This is an optimization exercise on Yosys and OpenROAD, whose aim is small area and a short achievable clock period, not a production implementation.
RTL that was checked went through simulation tests only; none was proved equivalent to the original.
No functional check of the RTL was part of run 2.
Power and IR drop assume default switching activity.

==> design.v <==
module lt_decode (
    input  wire [3:0]  fmt,
    input  wire [15:0] x,
    input  wire [7:0]  scale,
    output reg         is_nan,
    output reg         is_inf,
    output reg         fs,
    output reg  [11:0] v,
    output wire        nz,
    output reg  [7:0]  ef,
    output wire [7:0]  sc,
    output reg  [3:0]  tz
);
    wire is_mx = fmt[3] && (fmt[2:0] <= 3'd5);
    assign sc  = is_mx ? scale : 8'd127;
    wire scale_nan = is_mx && (scale == 8'hFF);
    wire [3:0] e43 = x[6:3];
    wire [4:0] e52 = x[6:2];
    wire [1:0] e23 = x[4:3];
    wire [2:0] e32 = x[4:2];
    wire [1:0] e21 = x[2:1];
    wire [7:0] ebf = x[14:7];
    wire [4:0] ehf = x[14:10];
    wire [7:0] i8  = x[7:0];
    reg fnan;
    always @(*) begin
        fnan   = 1'b0;
        is_inf = 1'b0;
        fs     = 1'b0;
        v      = 12'd0;
        ef     = 8'd0;
        case (fmt)
            4'd0, 4'd8: begin
                fs = x[7];
                if (e43 == 4'hF && x[2:0] == 3'h7) fnan = 1'b1;
                v  = {8'd0, (e43 != 4'd0), x[2:0]};
                ef = {4'd0, e43[3:1], e43[0] | (e43 == 4'd0)};
            end
            4'd1, 4'd9: begin
                fs = x[7];
                if (e52 == 5'h1F) begin
                    if (x[1:0] == 2'd0) is_inf = 1'b1;
                    else                fnan   = 1'b1;
                end
                v  = {9'd0, (e52 != 5'd0), x[1:0]};
                ef = {3'd0, e52[4:1], e52[0] | (e52 == 5'd0)};
            end
            4'd2, 4'd10: begin
                fs = x[5];
                v  = {8'd0, (e23 != 2'd0), x[2:0]};
                ef = {6'd0, e23[1], e23[0] | (e23 == 2'd0)};
            end
            4'd3, 4'd11: begin
                fs = x[5];
                v  = {9'd0, (e32 != 3'd0), x[1:0]};
                ef = {5'd0, e32[2:1], e32[0] | (e32 == 3'd0)};
            end
            4'd4, 4'd12: begin
                fs = x[3];
                v  = {10'd0, (e21 != 2'd0), x[0]};
                ef = {6'd0, e21[1], e21[0] | (e21 == 2'd0)};
            end
            4'd5, 4'd13: begin
                v  = {{4{i8[7]}}, i8};
            end
            4'd6: begin
                fs = x[15];
                if (ebf == 8'hFF) begin
                    if (x[6:0] == 7'd0) is_inf = 1'b1;
                    else                fnan   = 1'b1;
                end
                v  = {4'd0, (ebf != 8'd0), x[6:0]};
                ef = {ebf[7:1], ebf[0] | (ebf == 8'd0)};
            end
            4'd7: begin
                fs = x[15];
                if (ehf == 5'h1F) begin
                    if (x[9:0] == 10'd0) is_inf = 1'b1;
                    else                 fnan   = 1'b1;
                end
                v  = {1'b0, (ehf != 5'd0), x[9:0]};
                ef = {3'd0, ehf[4:1], ehf[0] | (ehf == 5'd0)};
            end
            default: fnan = 1'b1;
        endcase
        is_nan = fnan || scale_nan;
    end
    assign nz = (v != 12'd0) && !is_nan && !is_inf;
    integer k;
    always @(*) begin
        tz = 4'd0;
        for (k = 10; k >= 0; k = k - 1)
            if (v[k]) tz = k[3:0];
    end
endmodule
module lt_bias (
    input  wire [3:0]        fmt,
    output reg  signed [9:0] b
);
    always @(*) begin
        case (fmt[2:0])
            3'd0:    b = -10'sd137;    
            3'd1:    b = -10'sd144;    
            3'd2:    b = -10'sd131;    
            3'd3:    b = -10'sd132;    
            3'd4:    b = -10'sd129;    
            3'd5:    b = fmt[3] ? -10'sd133 : -10'sd127;    
            3'd6:    b = -10'sd261;    
            default: b = -10'sd152;    
        endcase
    end
endmodule
module lt_booth (
    input  wire [11:0] a,
    output reg  [5:0]  one,     
    output reg  [5:0]  two,     
    output reg  [5:0]  ng       
);
    integer k;
    reg [2:0] t;
    always @(*) begin
        for (k = 0; k < 6; k = k + 1) begin
            t = {a[2*k+1], a[2*k], (k == 0) ? 1'b0 : a[2*k-1]};
            one[k] = t[1] ^ t[0];
            two[k] = (t == 3'b100) || (t == 3'b011);
            ng[k]  = t[2];
        end
    end
endmodule
module lt_mul (
    input  wire [5:0]  one,
    input  wire [5:0]  two,
    input  wire [11:0] b,
    input  wire [5:0]  nx,
    output wire [22:0] p
);
    reg [12:0] row [0:5];
    integer k, i;
    always @(*) begin
        for (k = 0; k < 6; k = k + 1)
            for (i = 0; i < 13; i = i + 1)
                row[k][i] = ((one[k] && b[(i < 12) ? i : 11]) ||
                             (two[k] && (i > 0) && b[(i > 0) ? i - 1 : 0])) ^ nx[k];
    end
    wire w1 = row[0][10] ^ row[1][8];
    wire w2 = row[0][10] & row[1][8];
    wire w3 = row[0][11] ^ row[1][9];
    wire w4 = row[0][11] & row[1][9];
    wire w5 = row[0][12] ^ row[1][10];
    wire w6 = row[0][12] & row[1][10];
    wire w7 = row[0][12] ^ row[1][11];
    wire w8 = row[0][12] & row[1][11];
    wire w9 = ~row[0][12] ^ ~row[1][12];
    wire w10 = ~row[0][12] & ~row[1][12];
    wire w11 = row[0][6] ^ row[1][4];
    wire w12 = row[0][6] & row[1][4];
    wire w13 = row[0][7] ^ row[1][5];
    wire w14 = row[0][7] & row[1][5];
    wire w15 = row[0][8] ^ row[1][6] ^ row[2][4];
    wire w16 = (row[0][8] & row[1][6]) | (row[0][8] & row[2][4]) | (row[1][6] & row[2][4]);
    wire w17 = row[3][2] ^ row[4][0];
    wire w18 = row[3][2] & row[4][0];
    wire w19 = row[0][9] ^ row[1][7] ^ row[2][5];
    wire w20 = (row[0][9] & row[1][7]) | (row[0][9] & row[2][5]) | (row[1][7] & row[2][5]);
    wire w21 = row[3][3] ^ row[4][1];
    wire w22 = row[3][3] & row[4][1];
    wire w23 = row[2][6] ^ row[3][4] ^ row[4][2];
    wire w24 = (row[2][6] & row[3][4]) | (row[2][6] & row[4][2]) | (row[3][4] & row[4][2]);
    wire w25 = row[5][0] ^ nx[5] ^ w1;
    wire w26 = (row[5][0] & nx[5]) | (row[5][0] & w1) | (nx[5] & w1);
    wire w27 = row[2][7] ^ row[3][5] ^ row[4][3];
    wire w28 = (row[2][7] & row[3][5]) | (row[2][7] & row[4][3]) | (row[3][5] & row[4][3]);
    wire w29 = row[5][1] ^ w2 ^ w3;
    wire w30 = (row[5][1] & w2) | (row[5][1] & w3) | (w2 & w3);
    wire w31 = row[2][8] ^ row[3][6] ^ row[4][4];
    wire w32 = (row[2][8] & row[3][6]) | (row[2][8] & row[4][4]) | (row[3][6] & row[4][4]);
    wire w33 = row[5][2] ^ w4 ^ w5;
    wire w34 = (row[5][2] & w4) | (row[5][2] & w5) | (w4 & w5);
    wire w35 = row[2][9] ^ row[3][7] ^ row[4][5];
    wire w36 = (row[2][9] & row[3][7]) | (row[2][9] & row[4][5]) | (row[3][7] & row[4][5]);
    wire w37 = row[5][3] ^ w6 ^ w7;
    wire w38 = (row[5][3] & w6) | (row[5][3] & w7) | (w6 & w7);
    wire w39 = row[2][10] ^ row[3][8] ^ row[4][6];
    wire w40 = (row[2][10] & row[3][8]) | (row[2][10] & row[4][6]) | (row[3][8] & row[4][6]);
    wire w41 = row[5][4] ^ w8 ^ w9;
    wire w42 = (row[5][4] & w8) | (row[5][4] & w9) | (w8 & w9);
    wire w43 = 1'b1 ^ row[2][11] ^ row[3][9];
    wire w44 = (1'b1 & row[2][11]) | (1'b1 & row[3][9]) | (row[2][11] & row[3][9]);
    wire w45 = row[4][7] ^ row[5][5] ^ w10;
    wire w46 = (row[4][7] & row[5][5]) | (row[4][7] & w10) | (row[5][5] & w10);
    wire w47 = ~row[2][12] ^ row[3][10] ^ row[4][8];
    wire w48 = (~row[2][12] & row[3][10]) | (~row[2][12] & row[4][8]) | (row[3][10] & row[4][8]);
    wire w49 = 1'b1 ^ row[3][11];
    wire w50 = 1'b1 & row[3][11];
    wire w51 = row[0][4] ^ row[1][2];
    wire w52 = row[0][4] & row[1][2];
    wire w53 = row[0][5] ^ row[1][3];
    wire w54 = row[0][5] & row[1][3];
    wire w55 = row[2][2] ^ row[3][0] ^ nx[3];
    wire w56 = (row[2][2] & row[3][0]) | (row[2][2] & nx[3]) | (row[3][0] & nx[3]);
    wire w57 = row[2][3] ^ row[3][1] ^ w12;
    wire w58 = (row[2][3] & row[3][1]) | (row[2][3] & w12) | (row[3][1] & w12);
    wire w59 = nx[4] ^ w14 ^ w15;
    wire w60 = (nx[4] & w14) | (nx[4] & w15) | (w14 & w15);
    wire w61 = w16 ^ w18 ^ w19;
    wire w62 = (w16 & w18) | (w16 & w19) | (w18 & w19);
    wire w63 = w20 ^ w22 ^ w23;
    wire w64 = (w20 & w22) | (w20 & w23) | (w22 & w23);
    wire w65 = w24 ^ w26 ^ w27;
    wire w66 = (w24 & w26) | (w24 & w27) | (w26 & w27);
    wire w67 = w28 ^ w30 ^ w31;
    wire w68 = (w28 & w30) | (w28 & w31) | (w30 & w31);
    wire w69 = w32 ^ w34 ^ w35;
    wire w70 = (w32 & w34) | (w32 & w35) | (w34 & w35);
    wire w71 = w36 ^ w38 ^ w39;
    wire w72 = (w36 & w38) | (w36 & w39) | (w38 & w39);
    wire w73 = w40 ^ w42 ^ w43;
    wire w74 = (w40 & w42) | (w40 & w43) | (w42 & w43);
    wire w75 = row[5][6] ^ w44 ^ w46;
    wire w76 = (row[5][6] & w44) | (row[5][6] & w46) | (w44 & w46);
    wire w77 = row[4][9] ^ row[5][7] ^ w48;
    wire w78 = (row[4][9] & row[5][7]) | (row[4][9] & w48) | (row[5][7] & w48);
    wire w79 = ~row[3][12] ^ row[4][10] ^ row[5][8];
    wire w80 = (~row[3][12] & row[4][10]) | (~row[3][12] & row[5][8]) | (row[4][10] & row[5][8]);
    wire w81 = 1'b1 ^ row[4][11];
    wire w82 = 1'b1 & row[4][11];
    wire w83 = row[0][2] ^ row[1][0];
    wire w84 = row[0][2] & row[1][0];
    wire w85 = row[0][3] ^ row[1][1];
    wire w86 = row[0][3] & row[1][1];
    wire w87 = row[2][0] ^ nx[2] ^ w51;
    wire w88 = (row[2][0] & nx[2]) | (row[2][0] & w51) | (nx[2] & w51);
    wire w89 = row[2][1] ^ w52 ^ w53;
    wire w90 = (row[2][1] & w52) | (row[2][1] & w53) | (w52 & w53);
    wire w91 = w11 ^ w54 ^ w55;
    wire w92 = (w11 & w54) | (w11 & w55) | (w54 & w55);
    wire w93 = w13 ^ w56 ^ w57;
    wire w94 = (w13 & w56) | (w13 & w57) | (w56 & w57);
    wire w95 = w17 ^ w58 ^ w59;
    wire w96 = (w17 & w58) | (w17 & w59) | (w58 & w59);
    wire w97 = w21 ^ w60 ^ w61;
    wire w98 = (w21 & w60) | (w21 & w61) | (w60 & w61);
    wire w99 = w25 ^ w62 ^ w63;
    wire w100 = (w25 & w62) | (w25 & w63) | (w62 & w63);
    wire w101 = w29 ^ w64 ^ w65;
    wire w102 = (w29 & w64) | (w29 & w65) | (w64 & w65);
    wire w103 = w33 ^ w66 ^ w67;
    wire w104 = (w33 & w66) | (w33 & w67) | (w66 & w67);
    wire w105 = w37 ^ w68 ^ w69;
    wire w106 = (w37 & w68) | (w37 & w69) | (w68 & w69);
    wire w107 = w41 ^ w70 ^ w71;
    wire w108 = (w41 & w70) | (w41 & w71) | (w70 & w71);
    wire w109 = w45 ^ w72 ^ w73;
    wire w110 = (w45 & w72) | (w45 & w73) | (w72 & w73);
    wire w111 = w47 ^ w74 ^ w75;
    wire w112 = (w47 & w74) | (w47 & w75) | (w74 & w75);
    wire w113 = w49 ^ w76 ^ w77;
    wire w114 = (w49 & w76) | (w49 & w77) | (w76 & w77);
    wire w115 = w50 ^ w78 ^ w79;
    wire w116 = (w50 & w78) | (w50 & w79) | (w78 & w79);
    wire w117 = row[5][9] ^ w80 ^ w81;
    wire w118 = (row[5][9] & w80) | (row[5][9] & w81) | (w80 & w81);
    wire w119 = ~row[4][12] ^ row[5][10] ^ w82;
    wire w120 = (~row[4][12] & row[5][10]) | (~row[4][12] & w82) | (row[5][10] & w82);
    wire w121 = 1'b1 ^ row[5][11];
    wire w122 = 1'b1 & row[5][11];
    wire [22:0] x = {~row[5][12], w120, w118, w116, w114, w112, w110, w108, w106, w104, w102, w100, w98, w96, w94, w92, w90, w88, w86, w84, nx[1], row[0][1], row[0][0]};
    wire [22:0] y = {w122, w121, w119, w117, w115, w113, w111, w109, w107, w105, w103, w101, w99, w97, w95, w93, w91, w89, w87, w85, w83, 1'b0, nx[0]};
    assign p = x + y;
endmodule
module lt_clamp (
    input  wire [22:0] p,
    input  wire [4:0]  dc,
    input  wire        frc,
    output wire        clamp
);
    reg ge;
    integer i;
    always @(*) begin
        ge = 1'b0;
        for (i = 0; i < 22; i = i + 1)
            ge = ge | ((p[i] ^ p[22]) && (dc <= i));
    end
    assign clamp = frc || ge;
endmodule
module lt_tz (
    input  wire [11:0] v,
    output reg  [3:0]  tz
);
    integer k;
    always @(*) begin
        tz = 4'd0;
        for (k = 10; k >= 0; k = k - 1)
            if (v[k]) tz = k[3:0];
    end
endmodule
module lt_place (
    input  wire [22:0]  p,
    input  wire [7:0]   s8,
    input  wire         clamp,
    input  wire [127:0] hi,       
    output wire [127:0] t
);
    wire sg = p[22];
    wire cp = clamp && !sg;       
    wire cn = clamp && sg;        
    integer i, k, n;
    wire [3:0] r = s8[3:0];
    wire [3:0] q = s8[7:4];
    reg [37:0] f;
    always @(*) begin
        f = {{15{sg}}, p};
        for (k = 0; k < 4; k = k + 1)
            if (r[k])
                for (i = 37; i >= 0; i = i - 1)
                    f[i] = (i >= (1 << k)) ? f[(i >= (1 << k)) ? i - (1 << k) : 0] : 1'b0;
    end
    reg [9:0]   qsel;
    reg [10:0]  ext, extl;
    reg [127:0] u;
    integer m;
    always @(*) begin
        for (k = 0; k < 10; k = k + 1)
            qsel[k] = !clamp && (q == k);
        for (m = 0; m <= 10; m = m + 1) begin
            ext[m] = 1'b0;
            for (k = 0; k < m; k = k + 1)
                ext[m] = ext[m] | qsel[k];
            ext[m]  = ext[m] && sg;
            extl[m] = ext[m] || cp;
        end
        for (i = 0; i < 128; i = i + 1) begin
            m = 0;
            for (k = 0; k < 10; k = k + 1)
                if (i + 22 - 16 * k > 37) m = k + 1;
            u[i] = (i < 64) ? extl[m] : (ext[m] || (hi[i] ? cp : cn));
            for (k = 0; k < 10; k = k + 1) begin
                n = i + 22 - 16 * k;
                if (n >= 0 && n <= 37)
                    u[i] = u[i] | (qsel[k] && f[n]);
            end
        end
    end
    assign t = u;
endmodule
module lt_add64 (
    input  wire [63:0] a,
    input  wire [63:0] b,
    input  wire        ci,
    output wire [63:0] s,
    output wire        co
);
    localparam GS = 8;
    localparam NG = 64 / GS;
    reg [63:0]   g, p, lg, lp, c;
    reg [NG-1:0] G, P, Gn, Pn;
    reg [NG:0]   cg;
    integer i, l, k;
    always @(*) begin
        p = a ^ b;
        g = a & b;
        lg = g;
        lp = p;
        for (l = 1; l < GS; l = l * 2)
            for (i = 63; i >= 0; i = i - 1)
                if (((i % GS) / l) % 2 == 1) begin
                    k = (i / GS) * GS + ((i % GS) / l) * l - 1;
                    lg[i] = lg[i] | (lp[i] & lg[k]);
                    lp[i] = lp[i] & lp[k];
                end
        for (i = 0; i < NG; i = i + 1) begin
            G[i] = lg[GS*i + GS - 1];
            P[i] = lp[GS*i + GS - 1];
        end
        G[0] = G[0] | (P[0] & ci);
        for (l = 1; l < NG; l = l * 2) begin
            Gn = G; Pn = P;
            for (i = 0; i < NG; i = i + 1)
                if ((i / l) % 2 == 1) begin
                    Gn[i] = G[i] | (P[i] & G[(i / l) * l - 1]);
                    Pn[i] = P[i] & P[(i / l) * l - 1];
                end
            G = Gn; P = Pn;
        end
        cg[0] = ci;
        for (i = 1; i <= NG; i = i + 1)
            cg[i] = G[i-1];
        for (i = 0; i < 64; i = i + 1)
            if (i % GS == 0)
                c[i] = cg[i / GS];
            else
                c[i] = lg[i-1] | (lp[i-1] & cg[i / GS]);
    end
    assign s  = p ^ c;
    assign co = cg[NG];
endmodule
module long_acc4 (
    input  wire         clk,
    input  wire         rst,
    input  wire [1:0]   cmd,
    input  wire [8:0]   open_w,
    input  wire [5:0]   open_c,
    input  wire         open_clamp,
    input  wire         open_lost,
    input  wire [3:0]   fmt_a,
    input  wire [15:0]  a,
    input  wire [7:0]   scale_a,
    input  wire [3:0]   fmt_b,
    input  wire [63:0]  b,
    input  wire [31:0]  scale_b,
    output reg          out_valid,
    output wire [511:0] out_acc,
    output wire         out_clamp,
    output wire         out_lost
);
    localparam CMD_OPEN   = 2'd1;
    localparam CMD_UPDATE = 2'd2;
    localparam CMD_READ   = 2'd3;
    wire        ia_nan, ia_inf, ia_fs, ia_nz;
    wire [11:0] ia_v;
    wire [7:0]  ia_ef, ia_sc;
    wire [3:0]  ia_tz;
    wire [5:0]  ia_one, ia_two, ia_ng;
    lt_decode u_dec_a (
        .fmt(fmt_a), .x(a), .scale(scale_a),
        .is_nan(ia_nan), .is_inf(ia_inf), .fs(ia_fs), .v(ia_v), .nz(ia_nz),
        .ef(ia_ef), .sc(ia_sc), .tz(ia_tz)
    );
    lt_booth u_booth (.a(ia_v), .one(ia_one), .two(ia_two), .ng(ia_ng));
    reg         updD, rdD, clrD, oclD, olsD;
    reg [3:0]   faD, fbD;
    reg         anD, aiD, azD;
    reg [7:0]   aeD, asD;
    reg [3:0]   atD;
    reg [5:0]   oneD, twoD, ngD;
    reg [3:0]   negD;
    reg [11:0]  bvD  [0:3];
    reg [7:0]   beD  [0:3];
    reg [7:0]   bsD  [0:3];
    reg [3:0]   bnD, biD;
    reg signed [8:0] win_w;
    reg [5:0]   c_d;
    always @(posedge clk) begin
        updD <= !rst && (cmd == CMD_UPDATE);
        rdD  <= !rst && (cmd == CMD_READ);
        clrD <= rst || (cmd == CMD_OPEN);
        oclD <= !rst && open_clamp;
        olsD <= !rst && open_lost;
        faD  <= fmt_a;
        fbD  <= fmt_b;
        anD  <= ia_nan;
        aiD  <= ia_inf;
        azD  <= ia_nz;
        aeD  <= ia_ef;
        asD  <= ia_sc;
        atD  <= ia_tz;
        oneD <= ia_one;
        ngD  <= ia_ng;
        twoD <= ia_two;
        if (rst) begin
            win_w <= 9'sd0;
            c_d   <= 6'd0;
        end else if (cmd == CMD_OPEN) begin
            win_w <= open_w;
            c_d   <= open_c;
        end
    end
    genvar j;
    generate
        for (j = 0; j < 4; j = j + 1) begin : g_dec
            wire        ib_nan, ib_inf, ib_fs, ib_nz;
            wire [11:0] ib_v;
            wire [7:0]  ib_ef, ib_sc;
            wire [3:0]  ib_tz;
            lt_decode u_dec_b (
                .fmt(fmt_b), .x(b[16*j +: 16]), .scale(scale_b[8*j +: 8]),
                .is_nan(ib_nan), .is_inf(ib_inf), .fs(ib_fs), .v(ib_v), .nz(ib_nz),
                .ef(ib_ef), .sc(ib_sc), .tz(ib_tz)
            );
            always @(posedge clk) begin
                bvD[j] <= ib_v;
                beD[j] <= ib_ef;
                bsD[j] <= ib_sc;
                bnD[j] <= ib_nan;
                biD[j] <= ib_inf;
                negD[j] <= ia_fs ^ ib_fs;
            end
        end
    endgenerate
    wire signed [9:0] bias_a, bias_b;
    lt_bias u_bias_a (.fmt(faD), .b(bias_a));
    lt_bias u_bias_b (.fmt(fbD), .b(bias_b));
    wire signed [11:0] sh0 = $signed({4'd0, aeD}) + $signed({4'd0, asD})
                           + bias_a + bias_b - win_w;
    wire signed [11:0] kk  = $signed({5'd0, ~c_d[5:0]}) + 12'sd64;
    wire signed [11:0] sp0 = sh0 + 12'sd22;
    wire signed [11:0] dk  = kk - sh0;
    wire signed [11:0] lt0 = -(sh0 + $signed({8'd0, atD}));
    reg         rdM, clrM, oclM, olsM;
    reg [5:0]   c_m;
    reg         fclM, flsM;
    reg [22:0]  pM   [0:3];
    reg [7:0]   sM   [0:3];
    reg [4:0]   dcM  [0:3];
    reg [3:0]   frcM;
    wire [3:0] fcl_n, fls_n;
    generate
        for (j = 0; j < 4; j = j + 1) begin : g_mul
            wire [22:0] p;
            lt_mul u_mul (
                .one(oneD), .two(twoD), .b(bvD[j]), .nx(ngD ^ {6{negD[j]}}), .p(p)
            );
            wire [3:0] btz;
            lt_tz u_tz (.v(bvD[j]), .tz(btz));
            wire b_nz   = (bvD[j] != 12'd0) && !bnD[j] && !biD[j];
            wire nz     = azD && b_nz;
            wire nan    = anD || bnD[j];
            wire inf    = !nan && (aiD || biD[j]);
            wire inf_nz = inf && (aiD || azD) && (biD[j] || b_nz);
            wire        [8:0]  e  = {1'b0, beD[j]} + {1'b0, bsD[j]};
            wire signed [11:0] sp = sp0 + $signed({3'd0, e});
            wire signed [11:0] d  = dk - $signed({3'd0, e});
            wire               lt = $signed({2'd0, e + {5'd0, btz}}) < lt0;
            wire [7:0] s8  = !(updD && nz) ? 8'hF0 : sp[11] ? 8'h00 : sp[7:0];
            wire [4:0] dc  = (updD && nz && !d[11] && (d < 12'sd22)) ? d[4:0] : 5'd31;
            wire       frc = updD && (inf_nz || (nz && d[11]));
            assign fcl_n[j] = updD && (nan || inf);
            assign fls_n[j] = updD && nz && lt;
            always @(posedge clk) begin
                pM[j]  <= p;
                sM[j]  <= s8;
                dcM[j]  <= dc;
                frcM[j] <= frc;
            end
        end
    endgenerate
    always @(posedge clk) begin
        rdM  <= rdD && !rst;
        clrM <= clrD;
        oclM <= oclD;
        olsM <= olsD;
        fclM <= |fcl_n;
        flsM <= |fls_n;
        if (clrD)
            c_m <= c_d;
    end
    reg [127:0] hi;
    integer i;
    always @(*) begin
        for (i = 0; i < 128; i = i + 1)
            hi[i] = (i < 64) ? 1'b1 : (i == 127) ? 1'b0 : (c_m <= 6'(126 - i));
    end
    reg [127:0] acc [0:3];
    reg         flag_clamp, flag_lost;
    wire [3:0]  clB;
    generate
        for (j = 0; j < 4; j = j + 1) begin : g_acc
            wire [127:0] t, sum;
            lt_clamp u_clamp (.p(pM[j]), .dc(dcM[j]), .frc(frcM[j]), .clamp(clB[j]));
            lt_place u_place (
                .p(pM[j]), .s8(sM[j]), .clamp(clB[j]), .hi(hi), .t(t)
            );
            wire [127:0] ag = acc[j] & {128{!clrM}};
            wire         co;
            reg          pc;
            lt_add64 u_lo (.a(ag[63:0]), .b(t[63:0]), .ci(1'b0), .s(sum[63:0]), .co(co));
            lt_add64 u_hi (.a(ag[127:64]), .b(t[127:64]), .ci(pc && !clrM), .s(sum[127:64]), .co());
            always @(posedge clk) begin
                acc[j] <= sum;
                pc     <= co && !clrM;
            end
            assign out_acc[128*j +: 128] = acc[j];
        end
    endgenerate
    always @(posedge clk) begin
        out_valid <= rdM && !rst;
        if (clrM) begin
            flag_clamp <= oclM;
            flag_lost  <= olsM;
        end else begin
            flag_clamp <= flag_clamp | fclM | (|clB);
            flag_lost  <= flag_lost  | flsM;
        end
    end
    assign out_clamp = flag_clamp;
    assign out_lost  = flag_lost;
endmodule
==> flow/run.sh <==
#!/bin/bash
# The standard layout, with plain buffers (not delay buffers) on the ports and
# timing repair aimed at 19.3 ns of setup slack.
set -uo pipefail
export BUFFER_PORTS_ARGS="-buffer_cell sky130_fd_sc_hd__buf_1"
export SETUP_SLACK_MARGIN=19.3
bash standard.sh > standard.log 2>&1
==> standard.sh <==
#!/bin/bash
# synth_recipe.tcl (not shown) runs the flow's synth.tcl, then flattens the netlist and writes it again
# the make line also repeats each setting of config.mk as NAME=value (left out here)
make -C /OpenROAD-flow-scripts/flow DESIGN_CONFIG=/design/flow/config.mk WORK_HOME=/design/flow/orfs CLKGATE_MAP_FILE= SYNTH_SCRIPT=/design/flow/synth_recipe.tcl "${@:-finish}"
==> config.mk <==
export PLATFORM = sky130hd
export DESIGN_NAME = long_acc4
export DESIGN_NICKNAME = long_acc4
export VERILOG_FILES = /design/flow/design.v
export SDC_FILE = /design/flow/constraint.sdc
export NUM_CORES = 8
export LEC_CHECK = 0
export CAP_MARGIN = 20
export CORE_MARGIN = 2
export CORE_UTILIZATION = 40
export SLEW_MARGIN = 20
==> constraint.sdc <==
create_clock -name core_clock -period 26.0 [get_ports {clk}]
set_input_delay 5.2000 -clock core_clock [delete_from_list [all_inputs] [get_ports {clk}]]
set_output_delay 5.2000 -clock core_clock [all_outputs]
set_load 0.01 [all_outputs]
==> flow_summary_export.csv, run 1 <==
group,metric,value,unit
sta,period_share,25.8,%
cts,clockRootBuffer,"clkbuf_16",
floorplan,die_w,467,µm
layout,fin_area,97200,µm²
setup_path,cp_data_required_time,20.80,ns
synth,yosysUniqueCellTypes,103,
floorplan,die_y,467,µm
cts,cts_max_level,3,
sta,fin_tns_setup,0,ns
synth,synthArstFlopShare,0,%
sta,slew_headroom,5.29,%
grt,overflow,0,
setup_path,cp_cell_sequence,"buf_1",
synth,yosysTopAreaCellShare,20.2,%
layout,mostFrequentLayoutCell,"ha_1",
synth,ys_seq_elements,872,
setup_path,cp_top_family,"buffers and inverters",
outcome,status,"complete, no violations",
layout,layout_common_cells,"ha_1, dfxtp_1, xnor2_1, nor2_1, a21oi_1",
layout,nets,12264,
cts,tritoncts,"done",
grt,grt_usage,32.6,%
grt,first_global_vias,79202,
setup_path,cp_max_fo,2,
route,antenna_left,0,
sta,worst_slack,19.30,ns
cts,cts_sinks,872,
pwr,ir_drop,0.187,mV
setup_path,cp-end-kind,"output pin",
placement,dp.cells,13659,
synth,post_synth.cell_area_avg,8.14,µm²
synth,synthCells,10551,
cts,cts_hold_buffers,0,
placement,hpwlAfterDp,287000,µm
sta,tightest_slew,1.42,ns
cts,cts_made_buffers,108,
layout,fillCellCount,21282,
cts,cts_buffer_depth,3,
route,viasPerCell,6.01,
cts,path_clk_slew,0.06,ns
flow_run,maxCapViolations,0,
sta,slew_viol_final,0,
floorplan,dieArea,219000,µm²
sta,clock.fmax,149,MHz
setup_path,setup.worst_path.start_class,"flip-flop",
pwr,power.density,158,nW/µm²
setup_path,critPathKind,"reg -> out",
grt,antenna_found_initial,9,
sta,period_minus_slack,6.70,ns
synth,synthTopCellsByArea,"dfxtp_1, ha_1, xnor2_1",
route,first_iter_violations,9350,
min_path,worstHoldPathType,"reg -> reg",
synth,ys_seq_area_share,20.4,%
layout,drive_above_1_share,8.88,%
sta,setup_viol,0,
sta,fin_skew,0.0812,ns
sta,rsz0062_at_grt,"true",
setup_path,slowest_stage,"buf_1",
placement,io_buffers,663,
synth,synth_nets,11833,
floorplan,fp.coreArea,214000,µm²
layout,syn_to_final_growth,13.2,%
placement,gp_congestion,1.04,
pwr,p_leak,43.5,nW
grt,grt_max_degree,152,
layout,regArea,17600,µm²
route,drc,0,
route,routed_wl,374000,µm
setup_path,slowest_delay,0.37,ns
pwr,power.total,0.0154,W
synth,yosys_most_used_dff,"dfxtp_1",
synth,yosys_warnings,24,
synth,synth_area_leader_cell,"dfxtp_1",
synth,synth_edf_count,6,
route,drt-wirelength-per-cell,26.8,µm
sta,hold_viol_final,0,
placement,pre_cts_ws,17.57,ns
floorplan,num_rows,170,
cts,clk-insertion-delay-late,0.82,ns
setup_path,crit_arrival,1.50,ns
placement,dpl-instance-area,91500,µm²
setup_path,cp_num_buf_inv,1,
route,dr.pass1.iters,7,
route,vias,83733,
grt,grt_pass1_wl,534000,µm
layout,multiInputGateArea,65500,µm²
synth,synth_area,85900,µm²
floorplan,ioPinCount,664,
floorplan,initial_utilization,40.2,%
layout,instances_no_fill,13921,
[stage by stage]
stage               utilization (%)  hold WS, ns
floorplan                         -        0.310
global placement               42.7        0.312
detailed placement             42.8        0.315
CTS                            45.0        0.313
global route                   45.4        0.315
finish                         45.4        0.297
[layout make-up]
cell class                      instances  area share (%)
Multi-Input combinational cell       8563            67.3
Sequential cell                       872            18.1
Timing Repair Buffer                  919            4.94
Tap cell                             2838            3.65
Clock buffer                          136            3.11
Inverter                              518            2.00
Clock inverter                         68           0.863
Antenna cell                            7          0.0180
[what timing repair did]
action                     in CTS  in global routing
pin swaps                       7                 17
setup endpoints to repair     415                234
gates resized for setup       246                158
buffers inserted               19                 25
gates cloned                    4                  3
[cells in the mapped netlist, drive strengths merged (19+ instances only)]
cell type  count
a211o         27
a211oi        67
a21boi        37
a21o         257
a21oi        715
a221o         28
a221oi        52
a22oi        365
a31o          19
a31oi         64
and2          61
and3          60
and4          22
buf           87
clkbuf       515
dfxtp        866
fa           273
ha           860
inv          515
mux2          68
mux2i        128
mux4          32
nand2        644
nand2b       163
nand3        162
nand4         84
nor2         742
nor2b        666
nor3         230
nor4          38
o211ai       110
o21a         137
o21ai        643
o21bai        79
o221a         32
o221ai       159
o22a          36
o22ai        107
o31ai         25
or2           37
or3           27
xnor2        751
xor2         353
[layer usage]
| metal | routed length (µm) | GRT usage (%) | part of all wire, % |
|---|---|---|---|
| met1 | 153000 | 42.1 | 41 |
| met2 | 159000 | 49.9 | 43 |
| met3 | 34300 | 6.53 | 9.2 |
| met4 | 26500 | 19.5 | 7.1 |
| met5 | 13 | 0 | 0.0035 |
[power breakdown]
group	leakage [nW]	switching [W]	internal, W
registers	7.16	0.000449	0.00177
logic	34.4	0.00705	0.00441
clock network	1.90	0.000701	0.000969
total	43.5	0.00820	0.00716
[cells by family after synthesis]
group                    after synthesis  share of synthesized area (%)
AO/OA/AOI/OAI                       3099                           23.9
XOR/XNOR                            1104                           11.3
adder cells (fa/ha/maj)             1135                           18.9
buffers and inverters               1120                           4.96
flip-flops                           872                           20.4
multiplexers                         228                           3.22
AND/OR/NAND/NOR                     2993                           17.4
[state kept, by name, summed over array words and instances, names as in the netlist, 6 cells and up]
signal / count
asD: 8
pM: 92
dcM: 20
sM: 32
ngD: 6
bsD: 32
beD: 32
c_d: 6
win_w: 9
acc: 512
twoD: 6
oneD: 6
aeD: 8
c_m: 6
bvD: 48
[final timing paths]
kind / startpoint / end / slack, ns / depth (start not counted)
worst min register to register: oclD / oclM / 0.30 / 0
worst min-delay path: oclD / oclM / 0.30 / 0
worst max register to register: dcM[3][0] / acc[3][127] / 19.47 / 26
worst max-delay path: acc[3][67] / out_acc[451] / 19.30 / 1
==> run 2, diff against run 1 <==
--- a/design.v
+++ b/design.v
@@ -350,49 +350,31 @@
     output wire [63:0] s,
     output wire        co
 );
-    localparam GS = 8;
-    localparam NG = 64 / GS;
-    reg [63:0]   g, p, lg, lp, c;
-    reg [NG-1:0] G, P, Gn, Pn;
-    reg [NG:0]   cg;
-    integer i, l, k;
+    reg [63:0] g, p, G, P;
+    reg [64:0] c;
+    integer i, l;
     always @(*) begin
         p = a ^ b;
         g = a & b;
-        lg = g;
-        lp = p;
-        for (l = 1; l < GS; l = l * 2)
-            for (i = 63; i >= 0; i = i - 1)
-                if (((i % GS) / l) % 2 == 1) begin
-                    k = (i / GS) * GS + ((i % GS) / l) * l - 1;
-                    lg[i] = lg[i] | (lp[i] & lg[k]);
-                    lp[i] = lp[i] & lp[k];
-                end
-        for (i = 0; i < NG; i = i + 1) begin
-            G[i] = lg[GS*i + GS - 1];
-            P[i] = lp[GS*i + GS - 1];
-        end
-        G[0] = G[0] | (P[0] & ci);
-        for (l = 1; l < NG; l = l * 2) begin
-            Gn = G; Pn = P;
-            for (i = 0; i < NG; i = i + 1)
-                if ((i / l) % 2 == 1) begin
-                    Gn[i] = G[i] | (P[i] & G[(i / l) * l - 1]);
-                    Pn[i] = P[i] & P[(i / l) * l - 1];
-                end
-            G = Gn; P = Pn;
-        end
-        cg[0] = ci;
-        for (i = 1; i <= NG; i = i + 1)
-            cg[i] = G[i-1];
-        for (i = 0; i < 64; i = i + 1)
-            if (i % GS == 0)
-                c[i] = cg[i / GS];
-            else
-                c[i] = lg[i-1] | (lp[i-1] & cg[i / GS]);
+        G = g;
+        P = p;
+        G[0] = g[0] | (p[0] & ci);
+        for (l = 1; l < 64; l = l * 2)
+            for (i = 2 * l - 1; i < 64; i = i + 2 * l) begin
+                G[i] = G[i] | (P[i] & G[i-l]);
+                P[i] = P[i] & P[i-l];
+            end
+        for (l = 16; l >= 1; l = l / 2)
+            for (i = 3 * l - 1; i < 64; i = i + 2 * l) begin
+                G[i] = G[i] | (P[i] & G[i-l]);
+                P[i] = P[i] & P[i-l];
+            end
+        c[0] = ci;
+        for (i = 1; i <= 64; i = i + 1)
+            c[i] = G[i-1];
     end
-    assign s  = p ^ c;
-    assign co = cg[NG];
+    assign s  = p ^ c[63:0];
+    assign co = c[64];
 endmodule
 module long_acc4 (
     input  wire         clk,
==> flow_summary_export.csv, run 2 <==
group,metric,value,unit
outcome,status,"complete, no violations",
setup_path,cp_max_fo,2,
cts,cts_max_level,3,
placement,dpl-instance-area,93200,µm²
sta,rsz0062_at_grt,"true",
floorplan,ioPinCount,664,
route,drc,0,
synth,post_synth.cell_area_avg,8.44,µm²
sta,tightest_slew,1.37,ns
grt,first_global_vias,80688,
grt,overflow,0,
synth,ys_seq_area_share,20.0,%
synth,synth_most_common_cell,"dfxtp_1",
grt,grt_max_degree,76,
setup_path,slowest_stage,"dfxtp_1",
route,vias,84394,
layout,regMostFlops,"acc",
sta,hold_viol_final,0,
synth,yosys_most_used_dff,"dfxtp_1",
cts,clockRootBuffer,"clkbuf_16",
setup_path,critPathKind,"reg -> out",
synth,yosysUniqueCellTypes,98,
synth,synth_area,87500,µm²
route,first_iter_violations,8887,
floorplan,die_w,472,µm
placement,pre_cts_ws,17.18,ns
grt,antenna_found_initial,26,
cts,clk-insertion-delay-late,0.80,ns
grt,grt_pass1_wl,546000,µm
sta,period_minus_slack,6.68,ns
synth,synth_area_leader_cell,"dfxtp_1",
synth,yosysTopAreaCellShare,19.8,%
setup_path,setup.worst_path.start_class,"flip-flop",
synth,synthTopCellsByArea,"dfxtp_1, ha_1, fa_1",
min_path,min_from,"olsD",
cts,cts_hold_buffers,0,
placement,gp_congestion,1.07,
setup_path,rr_worst_depth,29,
min_path,worstHoldPathType,"reg -> reg",
setup_path,cp.depth,1,
sta,fin_skew,0.0594,ns
floorplan,dieArea,222000,µm²
layout,layout_common_cells,"ha_1, dfxtp_1, inv_1, xnor2_1, buf_1",
setup_path,slowest_delay,0.35,ns
cts,cts_buffer_depth,3,
route,viasPerCell,6.08,
cts,path_clk_slew,0.06,ns
sta,setup_viol,0,
sta,slew_viol_final,0,
route,routed_wl,379000,µm
floorplan,fp.coreArea,217000,µm²
min_path,min_path_cells,0,
flow_run,maxCapViolations,0,
pwr,ir_drop,0.201,mV
layout,largest_reg_flops,512,
pwr,power.density,159,nW/µm²
sta,whs,0.329,ns
layout,reg_top3,"acc (512), pM (92), bvD (48)",
placement,io_buffers,663,
synth,synthCells,10371,
setup_path,crit_arrival,1.48,ns
sta,fin_tns_setup,0,ns
layout,fin_area,101000,µm²
cts,cts_sinks,872,
pwr,p_leak,46.1,nW
synth,synth_edf_count,6,
layout,drive_above_1_share,10.5,%
setup_path,r2r-end,"acc[0][61]",
synth,ys_seq_elements,872,
route,antenna_left,0,
setup_path,cp_cell_sequence,"buf_1",
setup_path,cp_data_required_time,20.80,ns
synth,synthArstFlopShare,0,%
placement,hpwlAfterDp,288000,µm
cts,cts_made_buffers,110,
setup_path,r2r_slack,19.39,ns
setup_path,worstReg2RegStart,"pM[0][22]",
synth,synth_nets,11829,
route,dr.pass1.iters,7,
pwr,power.total,0.0160,W
floorplan,num_rows,171,
grt,grt_usage,32.6,%
sta,worst_slack,19.32,ns
layout,mostFrequentLayoutCell,"ha_1",
layout,nets,12390,
synth,synth_common_cells,"dfxtp_1, ha_1, inv_1, xnor2_1, a21oi_1",
setup_path,cp_num_buf_inv,1,
synth,yosys_warnings,24,
sta,clock.fmax,150,MHz
layout,syn_to_final_growth,15.0,%
min_path,worstHoldEndpoint,"olsM",
cts,tritoncts,"done",
floorplan,die_y,472,µm
setup_path,cp_top_family,"flip-flops",
sta,period_share,25.7,%
setup_path,cp-end-kind,"output pin",
floorplan,initial_utilization,40.2,%
route,drt-wirelength-per-cell,27.3,µm
sta,slew_headroom,8.60,%
## run 2: changes by cell type in the layout (fill, tap and decap cells not counted), moves of 77 or more
| cell | previous run | this run |
|---|---|---|
| fa_1 | 272 | 454 |
| inv_1 | 506 | 689 |
| buf_4 | 253 | 350 |
| a21oi_1 | 693 | 574 |
| o21ai_0 | 574 | 497 |
| xnor2_1 | 731 | 629 |
| nor2_1 | 725 | 584 |
| a21o_1 | 256 | 347 |
| nor3_1 | 212 | 112 |
## run 2: cells by family (layout without fill, tap and decap cells)
| group | count (synthesis) | count (layout) | share of synthesized area (%) |
|---|---|---|---|
| flip-flops | 872 | 872 | 20.0 |
| AND/OR/NAND/NOR | 2665 | 2669 | 15.5 |
| AO/OA/AOI/OAI | 2972 | 2972 | 22.8 |
| other | 0 | 12 | 0 |
| XOR/XNOR | 1017 | 1017 | 10.2 |
| multiplexers | 223 | 223 | 3.06 |
| adder cells (fa/ha/maj) | 1310 | 1310 | 22.7 |
| buffers and inverters | 1312 | 1957 | 5.71 |
## run 2: per-stage QoR
| step | util, % | cells |
|---|---|---|
| final | 46.3 | 13886 |
| after global routing | 46.3 | 13882 |
| after CTS | 45.4 | 13784 |
| after detailed placement | 42.9 | 13510 |
| after global placement | 42.9 | 13509 |
| after floorplan | - | 10371 |
## run 2: how the worst max path moves through the flow
stage / from / end
after floorplan: a[11] / azD
after global placement: pM[0][22] / acc[0][127]
after detailed placement: pM[0][22] / acc[0][127]
after CTS: pM[0][22] / acc[0][61]
after global routing: pM[2][18] / acc[2][51]
final: acc[0][73] / out_acc[73]
## run 2: area by class of cell
type                            instances  area, µm²
Fill cell                           21281     117000
Multi-Input combinational cell       8191      66900
Sequential cell                       872      17600
Timing Repair Buffer                 1057       6040
Tap cell                             2854       3570
Clock buffer                          150       3210
Inverter                              700       2630
Clock inverter                         50        672
Antenna cell                           12       30.0
## run 2: routing by layer
| metal | up-vias | share of wire, % | global-route usage (%) |
|---|---|---|---|
| li1 | 37994 | - | - |
| met1 | 40987 | 40 | 42.3 |
| met2 | 4417 | 43 | 49.4 |
| met3 | 982 | 10 | 7.42 |
| met4 | 14 | 7.0 | 19.1 |
| met5 | - | 0.025 | 0 |
## run 2: what timing repair did
action,CTS,global route
setup buffers,64,83
cloned,10,7
setup endpoints to repair,467,167
pin swaps,38,102
gates resized for setup,276,237
## run 2: report_power, final
| group | switching (W) | internal [W] |
|---|---|---|
| combinational | 0.00745 | 0.00472 |
| sequential | 0.000405 | 0.00180 |
| clock | 0.000688 | 0.000975 |
| total | 0.00854 | 0.00749 |
==> run 3, diff against run 2 <==
--- a/design.v
+++ b/design.v
@@ -343,38 +343,29 @@
     end
     assign t = u;
 endmodule
-module lt_add64 (
-    input  wire [63:0] a,
-    input  wire [63:0] b,
-    input  wire        ci,
-    output wire [63:0] s,
-    output wire        co
+module lt_flush (
+    input  wire [15:0] g,
+    input  wire [15:0] p,
+    input  wire        en,
+    input  wire        clr,
+    output wire [15:0] cin
 );
-    reg [63:0] g, p, G, P;
-    reg [64:0] c;
+    reg [15:0] gg, pp, gn, pn;
     integer i, l;
     always @(*) begin
-        p = a ^ b;
-        g = a & b;
-        G = g;
-        P = p;
-        G[0] = g[0] | (p[0] & ci);
-        for (l = 1; l < 64; l = l * 2)
-            for (i = 2 * l - 1; i < 64; i = i + 2 * l) begin
-                G[i] = G[i] | (P[i] & G[i-l]);
-                P[i] = P[i] & P[i-l];
-            end
-        for (l = 16; l >= 1; l = l / 2)
-            for (i = 3 * l - 1; i < 64; i = i + 2 * l) begin
-                G[i] = G[i] | (P[i] & G[i-l]);
-                P[i] = P[i] & P[i-l];
-            end
-        c[0] = ci;
-        for (i = 1; i <= 64; i = i + 1)
-            c[i] = G[i-1];
+        gg = g;
+        pp = p;
+        for (l = 1; l < 16; l = l * 2) begin
+            gn = gg; pn = pp;
+            for (i = 0; i < 16; i = i + 1)
+                if (i >= l) begin
+                    gn[i] = gg[i] | (pp[i] & gg[i-l]);
+                    pn[i] = pp[i] & pp[i-l];
+                end
+            gg = gn; pp = pn;
+        end
     end
-    assign s  = p ^ c[63:0];
-    assign co = c[64];
+    assign cin = {gg[14:0], 1'b0} & {16{en && !clr}};
 endmodule
 module long_acc4 (
     input  wire         clk,
@@ -478,7 +469,7 @@
     wire signed [11:0] sp0 = sh0 + 12'sd22;
     wire signed [11:0] dk  = kk - sh0;
     wire signed [11:0] lt0 = -(sh0 + $signed({8'd0, atD}));
-    reg         rdM, clrM, oclM, olsM;
+    reg         rdM, clrM, oclM, olsM, updM;
     reg [5:0]   c_m;
     reg         fclM, flsM;
     reg [22:0]  pM   [0:3];
@@ -518,6 +509,7 @@
     endgenerate
     always @(posedge clk) begin
         rdM  <= rdD && !rst;
+        updM <= updD;
         clrM <= clrD;
         oclM <= oclD;
         olsM <= olsD;
@@ -543,13 +535,34 @@
                 .p(pM[j]), .s8(sM[j]), .clamp(clB[j]), .hi(hi), .t(t)
             );
             wire [127:0] ag = acc[j] & {128{!clrM}};
-            wire         co;
-            reg          pc;
-            lt_add64 u_lo (.a(ag[63:0]), .b(t[63:0]), .ci(1'b0), .s(sum[63:0]), .co(co));
-            lt_add64 u_hi (.a(ag[127:64]), .b(t[127:64]), .ci(pc && !clrM), .s(sum[127:64]), .co());
+            reg  [15:1]  pc;
+            wire [15:0]  pk = {pc, 1'b0};
+            wire [16:0]  sc;                 
+            wire [15:0]  lc;                 
+            wire [15:0]  sg, sp;
+            wire [128:0] cy;
+            wire         fl = !updM && !clrM;
+            genvar k;
+            for (k = 0; k < 16; k = k + 1) begin : g_seg
+                wire hi7 = &acc[j][8*k+1 +: 7];
+                assign sg[k] = hi7 && acc[j][8*k] && pk[k];
+                assign sp[k] = hi7 && (acc[j][8*k] ^ pk[k]);
+            end
+            lt_flush u_flush (.g(sg), .p(sp), .en(fl), .clr(clrM), .cin(lc));
+            for (k = 0; k < 128; k = k + 1) begin : g_bit
+                wire ci = (k % 8 == 0) ? (fl ? lc[k / 8] : (pk[k / 8] && !clrM)) : cy[k];
+                wire tb = (k % 8 == 0) ? (t[k] || (fl && pk[k / 8])) : t[k];
+                assign sum[k]  = ag[k] ^ tb ^ ci;
+                assign cy[k+1] = (ag[k] & tb) | (ag[k] & ci) | (tb & ci);
+            end
+            for (k = 0; k < 16; k = k + 1) begin : g_sc
+                assign sc[k+1] = cy[8*k+8];
+            end
+            assign cy[0] = 1'b0;
+            assign sc[0] = 1'b0;
             always @(posedge clk) begin
                 acc[j] <= sum;
-                pc     <= co && !clrM;
+                pc     <= sc[15:1] & {15{updM}};
             end
             assign out_acc[128*j +: 128] = acc[j];
         end
==> flow/run.sh (replaced) <==
#!/bin/bash
# The standard layout, with plain buffers (not delay buffers) on the ports,
# stronger ones on the inputs, and timing repair aimed at 19.3 ns of setup slack.
set -uo pipefail
export BUFFER_PORTS_ARGS="-buffer_cell sky130_fd_sc_hd__buf_1"
export POST_GLOBAL_PLACE_TCL="$PWD/flow/post_gp.tcl"
export SETUP_SLACK_MARGIN=19.3
bash standard.sh > standard.log 2>&1
==> flow/post_gp.tcl (new file) <==
# Input port buffers: a stronger buffer than the output ports get, since each
# input fans out to many cells.
set block [ord::get_db_block]
set n 0
foreach inst [$block getInsts] {
  if {[string match "input*" [$inst getName]] &&
      [[$inst getMaster] getName] eq "sky130_fd_sc_hd__buf_1"} {
    replace_cell [$inst getName] sky130_fd_sc_hd__buf_4
    incr n
  }
}
puts "post_gp: resized $n input port buffers"
--- a/config.mk
+++ b/config.mk
@@ -7,5 +7,5 @@
 export LEC_CHECK = 0
 export CAP_MARGIN = 20
 export CORE_MARGIN = 2
-export CORE_UTILIZATION = 40
+export CORE_UTILIZATION = 35
 export SLEW_MARGIN = 20
==> flow_summary_export.csv, run 3 <==
group,metric,value,unit
outcome,status,"complete, no violations",
cts,clockRootBuffer,"clkbuf_16",
grt,overflow,0,
layout,instances_no_fill,13558,
floorplan,num_rows,177,
min_path,min_path_cells,0,
cts,clk-insertion-delay-late,0.85,ns
route,antenna_left,0,
layout,drive_above_1_share,11.4,%
cts,cts_made_buffers,114,
synth,synthCells,9888,
grt,grt_usage,29.2,%
placement,pre_cts_ws,17.95,ns
layout,regMostFlops,"acc",
setup_path,setup.worst_path.start_class,"flip-flop",
setup_path,cp-end-kind,"output pin",
pwr,ir_drop,0.147,mV
pwr,power.total,0.0157,W
synth,yosys_most_used_dff,"dfxtp_1",
min_path,min_from,"olsD",
setup_path,crit_arrival,1.48,ns
setup_path,cp_data_required_time,20.80,ns
setup_path,slowest_stage,"dfxtp_1",
grt,antenna_found_initial,18,
placement,dpl-instance-area,88400,µm²
setup_path,cp_top_family,"flip-flops",
grt,grt_pass1_wl,519000,µm
route,drc,0,
synth,synth_area,82100,µm²
synth,synth_common_cells,"nand2_1, inv_1, dfxtp_1, nor2_1, fa_1",
cts,cts_hold_buffers,0,
route,vias,79017,
route,routed_wl,365000,µm
floorplan,die_y,488,µm
floorplan,die_w,488,µm
flow_run,maxCapViolations,0,
sta,rsz0062_at_grt,"true",
floorplan,initial_utilization,35.3,%
synth,synth_most_common_cell,"nand2_1",
floorplan,fp.coreArea,233000,µm²
route,viasPerCell,5.83,
synth,post_synth.cell_area_avg,8.31,µm²
grt,first_global_vias,74552,
synth,yosys_warnings,24,
synth,synthArstFlopShare,0,%
setup_path,startpoint,"acc[0][80]",
floorplan,ioPinCount,664,
sta,fin_tns_setup,0,ns
synth,synthTopCellsByArea,"dfxtp_1, fa_1, xnor2_1",
layout,layout_common_cells,"nand2_1, inv_1, dfxtp_1, nor2_1, fa_1",
layout,syn_to_final_growth,15.3,%
setup_path,cp.depth,1,
sta,slew_viol_final,0,
layout,largest_reg_flops,512,
placement,io_buffers,663,
cts,path_clk_slew,0.06,ns
route,drt-wirelength-per-cell,26.9,µm
placement,hpwlAfterDp,274000,µm
grt,grt_max_degree,91,
route,first_iter_violations,9606,
route,dr.pass1.iters,9,
setup_path,cp_max_fo,4,
layout,nets,11530,
synth,synth_edf_count,6,
cts,cts_sinks,929,
setup_path,slowest_delay,0.45,ns
setup_path,rr_worst_depth,19,
sta,period_minus_slack,6.68,ns
setup_path,critPathKind,"reg -> out",
synth,synth_area_leader_cell,"dfxtp_1",
sta,setup_viol,0,
sta,clock.fmax,150,MHz
synth,ys_seq_elements,929,
sta,fin_skew,0.0934,ns
layout,fin_area,94700,µm²
setup_path,cp_cell_sequence,"buf_1",
layout,reg_top3,"acc (512), pM (92), g_acc.pc (60)",
min_path,worstHoldPathType,"reg -> reg",
setup_path,cp_num_buf_inv,1,
synth,yosysUniqueCellTypes,96,
floorplan,dieArea,239000,µm²
cts,tritoncts,"done",
layout,mostFrequentLayoutCell,"nand2_1",
sta,tightest_slew,1.35,ns
synth,ys_seq_area_share,22.7,%
sta,worst_slack,19.32,ns
sta,slew_headroom,9.41,%
sta,period_share,25.7,%
cts,cts_max_level,3,
pwr,power.density,166,nW/µm²
sta,hold_viol_final,0,
setup_path,worstReg2RegStart,"fbD[1]",
pwr,p_leak,37.5,nW
synth,yosysTopAreaCellShare,22.5,%
cts,cts_buffer_depth,3,
synth,synth_nets,11102,
placement,dp.cells,13248,
## run 3: cell count changes in the layout (fill, tap and decap cells not counted), moves of 126 or more
cell     delta
nor2b_1   -506
nand2_1   +499
ha_1      -484
inv_1     +256
a21o_1    -231
fa_1      +230
buf_1     -214
xor2_1    -163
o21ai_0   -156
o22ai_1   +134
nor2_1    +126
## run 3: routing by layer
metal	track usage, %	part of all wire [%]	up-vias
li1	-	-	34914
met1	39.1	41	38418
met2	43.2	42	4678
met3	6.80	11	1005
met4	16.3	6.7	2
met5	0	0.0036	-
## run 3: final cells by class
type | instances | area (µm²)
Sequential cell | 929 | 18800
Clock buffer | 157 | 3280
Fill cell | 23543 | 138000
Clock inverter | 59 | 736
Timing Repair Buffer | 960 | 5940
Tap cell | 3132 | 3920
Inverter | 958 | 3610
Multi-Input combinational cell | 7353 | 58400
Antenna cell | 10 | 25.0
## run 3: cell families after synthesis
logic type / Yosys count / synth area share [%]
AOI/OAI and AO/OA: 2472 / 19.9
and+or+nand+nor: 2784 / 15.3
adders and majority gates: 1084 / 22.9
DFF: 929 / 22.7
muxes: 250 / 3.57
buffers and inverters: 1608 / 7.49
xor gates and xnor gates: 761 / 8.11
## run 3: stage by stage
step | hold WS (ns) | util [%]
after global placement | 0.315 | 37.7
final | 0.326 | 40.6
after detailed placement | 0.316 | 38.0
after CTS | 0.329 | 40.1
after global routing | 0.336 | 40.6
after floorplan | 0.310 | -
## run 3: final timing paths
kind | endpoint | slack [ns]
setup reg to reg | sM[3][5] | 19.39
setup / recovery | out_acc[80] | 19.32
hold / removal | olsM | 0.33
hold reg to reg | olsM | 0.33
## run 3: what timing repair did
action | 4_1_cts | 5_1_grt
buffers inserted | 11 | 56
endpoints found under the setup margin | 392 | 185
cloned | 3 | 12
resized for setup | 313 | 150
pin swaps | 6 | 17
## run 3: power breakdown
part	total, W	internal (W)	switching (W)
combinational	0.0115	0.00437	0.00714
clock	0.00172	0.000981	0.000738
sequential	0.00247	0.00192	0.000544
==> run 4, diff against run 3 <==
==> flow/run.sh (replaced) <==
#!/bin/bash
# The standard layout, with plain buffers (not delay buffers) on the ports and
# timing repair aimed at 19.3 ns of setup slack.
set -uo pipefail
export BUFFER_PORTS_ARGS="-buffer_cell sky130_fd_sc_hd__buf_1"
export SETUP_SLACK_MARGIN=19.3
bash standard.sh > standard.log 2>&1
removed: flow/post_gp.tcl
==> flow_summary_export.csv, run 4 <==
group,metric,value,unit
sta,setup_viol,0,
layout,largest_reg_flops,512,
sta,rsz0062_at_grt,"true",
min_path,worstHoldPathType,"reg -> reg",
synth,synth-xor-area-share,8.11,%
grt,overflow,0,
synth,ys_seq_area_share,22.7,%
synth,yosys_warnings,24,
floorplan,fp.coreArea,233000,µm²
placement,dpl-instance-area,87900,µm²
setup_path,cp-end-kind,"flip-flop",
route,first_iter_violations,9755,
setup_path,cp.depth,7,
synth,yosysTopAreaCellShare,22.5,%
cts,path_clk_slew,0.06,ns
layout,syn_to_final_growth,14.6,%
layout,mostFrequentLayoutCell,"nand2_1",
floorplan,dieArea,239000,µm²
sta,fin_tns_setup,0,ns
grt,grt_pass1_wl,520000,µm
setup_path,setup.worst_path.start_class,"primary input",
cts,clockRootBuffer,"clkbuf_16",
layout,drive_above_1_share,9.92,%
synth,ys_seq_elements,929,
placement,io_buffers,663,
route,viasPerCell,5.82,
setup_path,critPathKind,"in -> reg",
layout,nets,11533,
setup_path,cp_cell_sequence,"buf_1 > a21boi_2 > buf_4 > nand2_1 > o31ai_1 > a31oi_1 > o21ai_0",
grt,first_global_vias,74596,
min_path,min_path_cells,0,
setup_path,slowest_stage,"a21boi_2",
layout,regMostFlops,"acc",
placement,hpwlAfterDp,274000,µm
synth,synth-adder-area-share,22.9,%
grt,grt_usage,29.3,%
layout,multiInputGateArea,58400,µm²
synth,synth_common_cells,"nand2_1, inv_1, dfxtp_1, nor2_1, fa_1",
synth,synth_edf_count,6,
synth,synth_most_common_cell,"nand2_1",
route,dr.pass1.iters,9,
setup_path,slowest_delay,0.64,ns
cts,cts_max_level,3,
floorplan,initial_utilization,35.3,%
grt,antenna_found_initial,12,
layout,layout_common_cells,"nand2_1, inv_1, dfxtp_1, nor2_1, fa_1",
synth,synth-simple-area-share,15.3,%
setup_path,cp_data_required_time,26.71,ns
pwr,power.density,167,nW/µm²
sta,clock.fmax,149,MHz
sta,whs,0.327,ns
synth,synthTopCellsByArea,"dfxtp_1, fa_1, xnor2_1",
cts,clk-insertion-delay-late,0.83,ns
cts,cts_made_buffers,113,
grt,grt_max_degree,91,
floorplan,ioPinCount,664,
cts,cts_sinks,929,
synth,synth_top_family_by_area,"adder cells",
layout,fillCellCount,23667,
pwr,power.total,0.0157,W
route,vias,78951,
floorplan,die_w,488,µm
synth,post_synth.cell_area_avg,8.31,µm²
layout,reg_top3,"acc (512), pM (92), g_acc.pc (60)",
placement,gp_congestion,1.02,
setup_path,rr_worst_depth,15,
sta,fin_skew,0.0664,ns
sta,tightest_slew,1.32,ns
sta,hold_viol_final,0,
synth,synth_nets,11102,
sta,period_minus_slack,6.71,ns
synth,synthArstFlopShare,0,%
floorplan,num_rows,177,
sta,slew_viol_final,0,
synth,yosys_most_used_dff,"dfxtp_1",
pwr,p_leak,37.1,nW
setup_path,cp_max_fo,18,
cts,tritoncts,"done",
layout,regArea,18800,µm²
setup_path,cp_top_family,"compound AO/OA/AOI/OAI gates",
synth,synth_area,82100,µm²
setup_path,cp_num_buf_inv,2,
route,antenna_left,0,
route,drc,0,
outcome,status,"complete, no violations",
flow_run,maxCapViolations,0,
synth,yosysUniqueCellTypes,96,
synth,synthCells,9888,
route,drt-wirelength-per-cell,26.9,µm
pwr,ir_drop,0.157,mV
sta,slew_headroom,11.9,%
synth,synthMuxAreaShare,3.57,%
floorplan,die_y,488,µm
synth,synth_area_leader_cell,"dfxtp_1",
synth,synth_compound_area_share,19.9,%
sta,period_share,25.8,%
route,routed_wl,364000,µm
setup_path,crit_arrival,7.42,ns
cts,cts_buffer_depth,3,
layout,fin_area,94200,µm²
==> run 4: per-stage QoR <==
step / setup slack (ns) / utilization [%] / instances
detailed placement: 17.99 / 37.7 / 13248
global route: 19.24 / 40.4 / 13550
finish: 19.29 / 40.4 / 13556
global placement: 18.06 / 37.7 / 13248
CTS: 19.12 / 39.8 / 13478
floorplan: 19.24 / - / 9888
==> run 4: final timing paths <==
| check | start | end | slack [ns] |
|---|---|---|---|
| setup / recovery | fmt_b[3] | bnD[1] | 19.29 |
| hold / removal | olsD | olsM | 0.33 |
| setup reg to reg | c_m[5] | acc[1][71] | 19.35 |
| hold reg to reg | olsD | olsM | 0.33 |
==> run 4: power breakdown <==
part           switching, W  total [W]  leakage (nW)  internal (W)
registers          0.000549    0.00247          7.67       0.00192
clock network      0.000739    0.00171          1.95      0.000969
logic               0.00715     0.0115          27.5       0.00438
total               0.00843     0.0157          37.1       0.00727
==> run 4: final cells by class <==
cell class	count	area share, %
multi-input cells	7352	62.0
flip-flops and latches	929	20.0
repair buffers	965	5.76
well taps	3132	4.16
inverters	958	3.84
clock buffers	148	3.39
clock inverters	63	0.831
diodes	9	0.0239
==> run 4: cell families (layout without fill, tap and decap cells) <==
group,after synthesis,count (layout)
and+or+nand+nor,2784,2785
adders and majority gates,1084,1084
AOI/OAI and AO/OA,2472,2472
muxes,250,250
buffers and inverters,1608,2134
other,0,9
xor gates and xnor gates,761,761
DFF,929,929
==> run 4: what timing repair did <==
action                                 4_1_cts  5_1_grt
setup buffers                               15       55
cloned                                       4       11
resized for setup                          285      161
hold buffers                                 0        0
setup endpoints to repair                  392      210
pin swaps                                    7       17
endpoints found under the hold margin        0        0
==> run 4: per-layer routing <==
metal	track usage, %	routed length [µm]	up-vias	share of wire, %
met2	43.0	152000	4614	42
met3	6.86	38100	1009	10
met5	0	13	-	0.0036
li1	-	-	34930	-
met4	16.6	24800	2	6.8
met1	39.2	149000	38396	41
==> run 5, diff against run 4 <==
--- a/design.v
+++ b/design.v
@@ -534,7 +534,7 @@
             lt_place u_place (
                 .p(pM[j]), .s8(sM[j]), .clamp(clB[j]), .hi(hi), .t(t)
             );
-            wire [127:0] ag = acc[j] & {128{!clrM}};
+            wire [127:0] ag = acc[j];
             reg  [15:1]  pc;
             wire [15:0]  pk = {pc, 1'b0};
             wire [16:0]  sc;                 
@@ -561,7 +561,7 @@
             assign cy[0] = 1'b0;
             assign sc[0] = 1'b0;
             always @(posedge clk) begin
-                acc[j] <= sum;
+                acc[j] <= sum & {128{!clrM}};
                 pc     <= sc[15:1] & {15{updM}};
             end
             assign out_acc[128*j +: 128] = acc[j];
--- a/config.mk
+++ b/config.mk
@@ -5,6 +5,7 @@
 export SDC_FILE = /design/flow/constraint.sdc
 export NUM_CORES = 8
 export LEC_CHECK = 0
+export ABC_AREA = 1
 export CAP_MARGIN = 20
 export CORE_MARGIN = 2
 export CORE_UTILIZATION = 35
==> flow_summary_export.csv, run 5 <==
group,metric,value,unit
synth,synthArstFlopShare,0,%
synth,synthTopCellsByArea,"dfxtp_1, fa_1, nand2_1",
setup_path,worstReg2RegStart,"updM",
route,vias,84324,
placement,pre_cts_ws,16.95,ns
synth,post_synth.cell_area_avg,7.20,µm²
grt,antenna_found_initial,15,
sta,clock.fmax,150,MHz
synth,ys_seq_elements,929,
synth,synth_common_cells,"nand2_1, inv_1, nor2_1, dfxtp_1",
floorplan,die_w,495,µm
synth,yosys_warnings,24,
sta,period_share,25.6,%
layout,regArea,18900,µm²
setup_path,cp_max_fo,2,
pwr,ir_drop,0.155,mV
sta,setup_viol,0,
grt,grt_max_degree,92,
pwr,internal_power,0.00675,W
pwr,power.total,0.0156,W
route,dr.pass1.iters,7,
setup_path,slowest_delay,0.43,ns
grt,overflow,0,
sta,slew_headroom,17.6,%
cts,cts_max_level,3,
pwr,power.density,164,nW/µm²
layout,syn_to_final_growth,12.6,%
setup_path,crit_arrival,1.46,ns
setup_path,setup.worst_path.start_class,"flip-flop",
placement,dp.cells,15249,
cts,tritoncts,"done",
flow_run,maxCapViolations,0,
route,drt-wirelength-per-cell,23.9,µm
setup_path,cp-end-kind,"output pin",
sta,worst_slack,19.34,ns
floorplan,ioPinCount,664,
layout,largest_reg_flops,512,
cts,cts_made_buffers,112,
layout,instances_no_fill,15497,
route,viasPerCell,5.44,
placement,gp_congestion,1.04,
placement,hpwlAfterDp,294000,µm
placement,io_buffers,663,
synth,yosys_most_used_dff,"dfxtp_1",
sta,period_minus_slack,6.66,ns
pwr,p_seq_share,14.5,%
pwr,swShare,56.6,%
layout,regMostFlops,"acc",
synth,synth_most_common_cell,"nand2_1",
route,first_iter_violations,10234,
cts,clockRootBuffer,"clkbuf_16",
synth,synth_edf_count,6,
setup_path,cp_num_buf_inv,1,
layout,layout_common_cells,"nand2_1, inv_1, nor2_1, dfxtp_1, fa_1",
setup_path,slowest_stage,"dfxtp_1",
route,antenna_left,0,
min_path,min_path_cells,0,
cts,cts_buffer_depth,3,
synth,ys_seq_area_share,22.1,%
floorplan,dieArea,245000,µm²
synth,synthCells,11743,
cts,path_clk_slew,0.07,ns
synth,synth_area_leader_cell,"dfxtp_1",
pwr,p_comb_share,74.9,%
setup_path,cp_cell_sequence,"buf_1",
layout,drive_above_1_share,7.52,%
floorplan,fp.coreArea,240000,µm²
synth,yosysUniqueCellTypes,71,
synth,synth_nets,12957,
synth,yosysTopAreaCellShare,21.9,%
layout,reg_top3,"acc (512), pM (92), g_acc.pc (60)",
setup_path,cp_data_required_time,20.80,ns
outcome,status,"complete, no violations",
route,drc,0,
min_path,worstHoldPathType,"reg -> reg",
min_path,min_from,"olsD",
layout,fillCellCount,25627,
setup_path,critPathKind,"reg -> out",
route,routed_wl,371000,µm
synth,synth_area,84500,µm²
sta,rsz0062_at_grt,"true",
setup_path,startpoint,"acc[2][127]",
layout,utilization,39.6,%
sta,tightest_slew,1.24,ns
setup_path,cp.depth,1,
layout,mostFrequentLayoutCell,"nand2_1",
grt,first_global_vias,77618,
pwr,p_leak,44.5,nW
grt,grt_usage,29.2,%
grt,grt_pass1_wl,534000,µm
sta,fin_skew,0.0817,ns
cts,clk-insertion-delay-late,0.85,ns
setup_path,cp_top_family,"flip-flops",
floorplan,num_rows,180,
floorplan,initial_utilization,35.2,%
layout,multiInputGateArea,57000,µm²
floorplan,die_y,495,µm
cts,cts_hold_buffers,0,
sta,hold_viol_final,0,
layout,nets,13428,
cts,cts_sinks,929,
sta,slew_viol_final,0,
sta,fin_tns_setup,0,ns
pwr,clockPowerShare,10.6,%
setup_path,rr_worst_depth,19,
pwr,p_switching,0.00882,W
## run 5: changes by cell type after synthesis, moves of 131 or more
cell	change
xor2_1	+230
inv_1	+908
nand3_1	+288
clkbuf_1	-238
nor2_1	+570
o22ai_1	+185
nand2_1	+993
a22oi_1	-276
xnor2_1	-380
nand4_1	+131
o21ai_0	+346
## run 5: final timing paths
path / end / slack, ns
max reg2reg: acc[0][127] / 19.46
min reg2reg: olsM / 0.33
min: olsM / 0.33
max: out_acc[383] / 19.34
## run 5: stage by stage
stage | cell area [µm²] | hold WS [ns]
after floorplan | 84500 | 0.310
after global placement | 90000 | 0.311
after detailed placement | 90000 | 0.312
after CTS | 94500 | 0.326
after global routing | 95200 | 0.332
final | 95200 | 0.325
## run 5: repair_timing
item                       CTS  global route
resized for setup          358           105
buffers inserted             6            24
setup endpoints to repair  325           188
cloned                       1             5
pin swaps                    2             9
## run 5: cell families after synthesis
logic type	count (synthesis)	synth area share [%]
compound gates	2298	16.1
simple gates	4362	21.6
flops	929	22.1
xor+xnor	614	6.39
fa+ha+maj	1065	22.0
buf+inv	2428	11.2
mux	47	0.563
## run 5: final cells by class
type                    instances  area share (%)
diodes                          7          0.0184
multi-input cells            8389            59.8
flip-flops and latches        929            19.8
well taps                    3185            4.19
clock inverters                52           0.693
repair inverters                3          0.0158
repair buffers                853            4.49
clock buffers                 153            3.32
inverters                    1926            7.63
## run 5: metal layers
layer	vias up	global-route usage [%]	part of all wire [%]
met2	4482	43.5	42
met3	848	6.47	11
met4	8	14.3	5.7
met1	39969	39.8	42
li1	39017	-	-
met5	-	0	0.015
## run 5: power groups by stage
stage	clock network (W)	registers, W	logic [W]
CTS	0.00168	0.00225	0.0113
global route	0.00173	0.00230	0.0129
global placement	0	0.00226	0.0111
floorplan	0	0.00216	0.00784
detailed placement	0	0.00227	0.0111
finish	0.00165	0.00226	0.0117

==> afterwards: timing with drivers on the ports <==
In the flow no input, the clock included, has a driving cell. The finished layouts below were timed again as built, in two steps. Step 1 (the two cells are an assumption about what drives the block):
set clk [get_ports {clk}]
set_driving_cell -lib_cell sky130_fd_sc_hd__clkbuf_16 $clk
set_driving_cell -lib_cell sky130_fd_sc_hd__buf_2 [delete_from_list [all_inputs] $clk]
Step 2 also shifts input and output timing later by t, the mid clock arrival at the registers, as if the neighbouring blocks saw the same clock. Three values: ideal ports, drivers, drivers and shift; two values: the first two.
| run | t (ns) | setup slack, ns | latest minus earliest clock arrival (ns) | worst slew at a driven data input, ns |
|---|---|---|---|---|
| run 1 | 0.862 | 19.302 / 19.217 / 18.597 | 0.082 / 0.082 | 0.14 |
| run 2 | 0.862 | 19.321 / 19.226 / 18.599 | 0.061 / 0.060 | 0.17 |
| run 3 | 0.906 | 19.321 / 19.218 / 18.620 | 0.094 / 0.093 | 0.11 |
| run 4 | 0.889 | 19.289 / 19.215 / 18.467 | 0.069 / 0.069 | 0.10 |
| run 5 | 0.908 | 19.336 / 19.233 / 18.559 | 0.082 / 0.082 | 0.09 |
After both steps setup and hold are still met in every run listed. For run 4, which loses most, drivers alone change the setup slack by -0.074 ns; drivers and shift together by -0.822 ns.
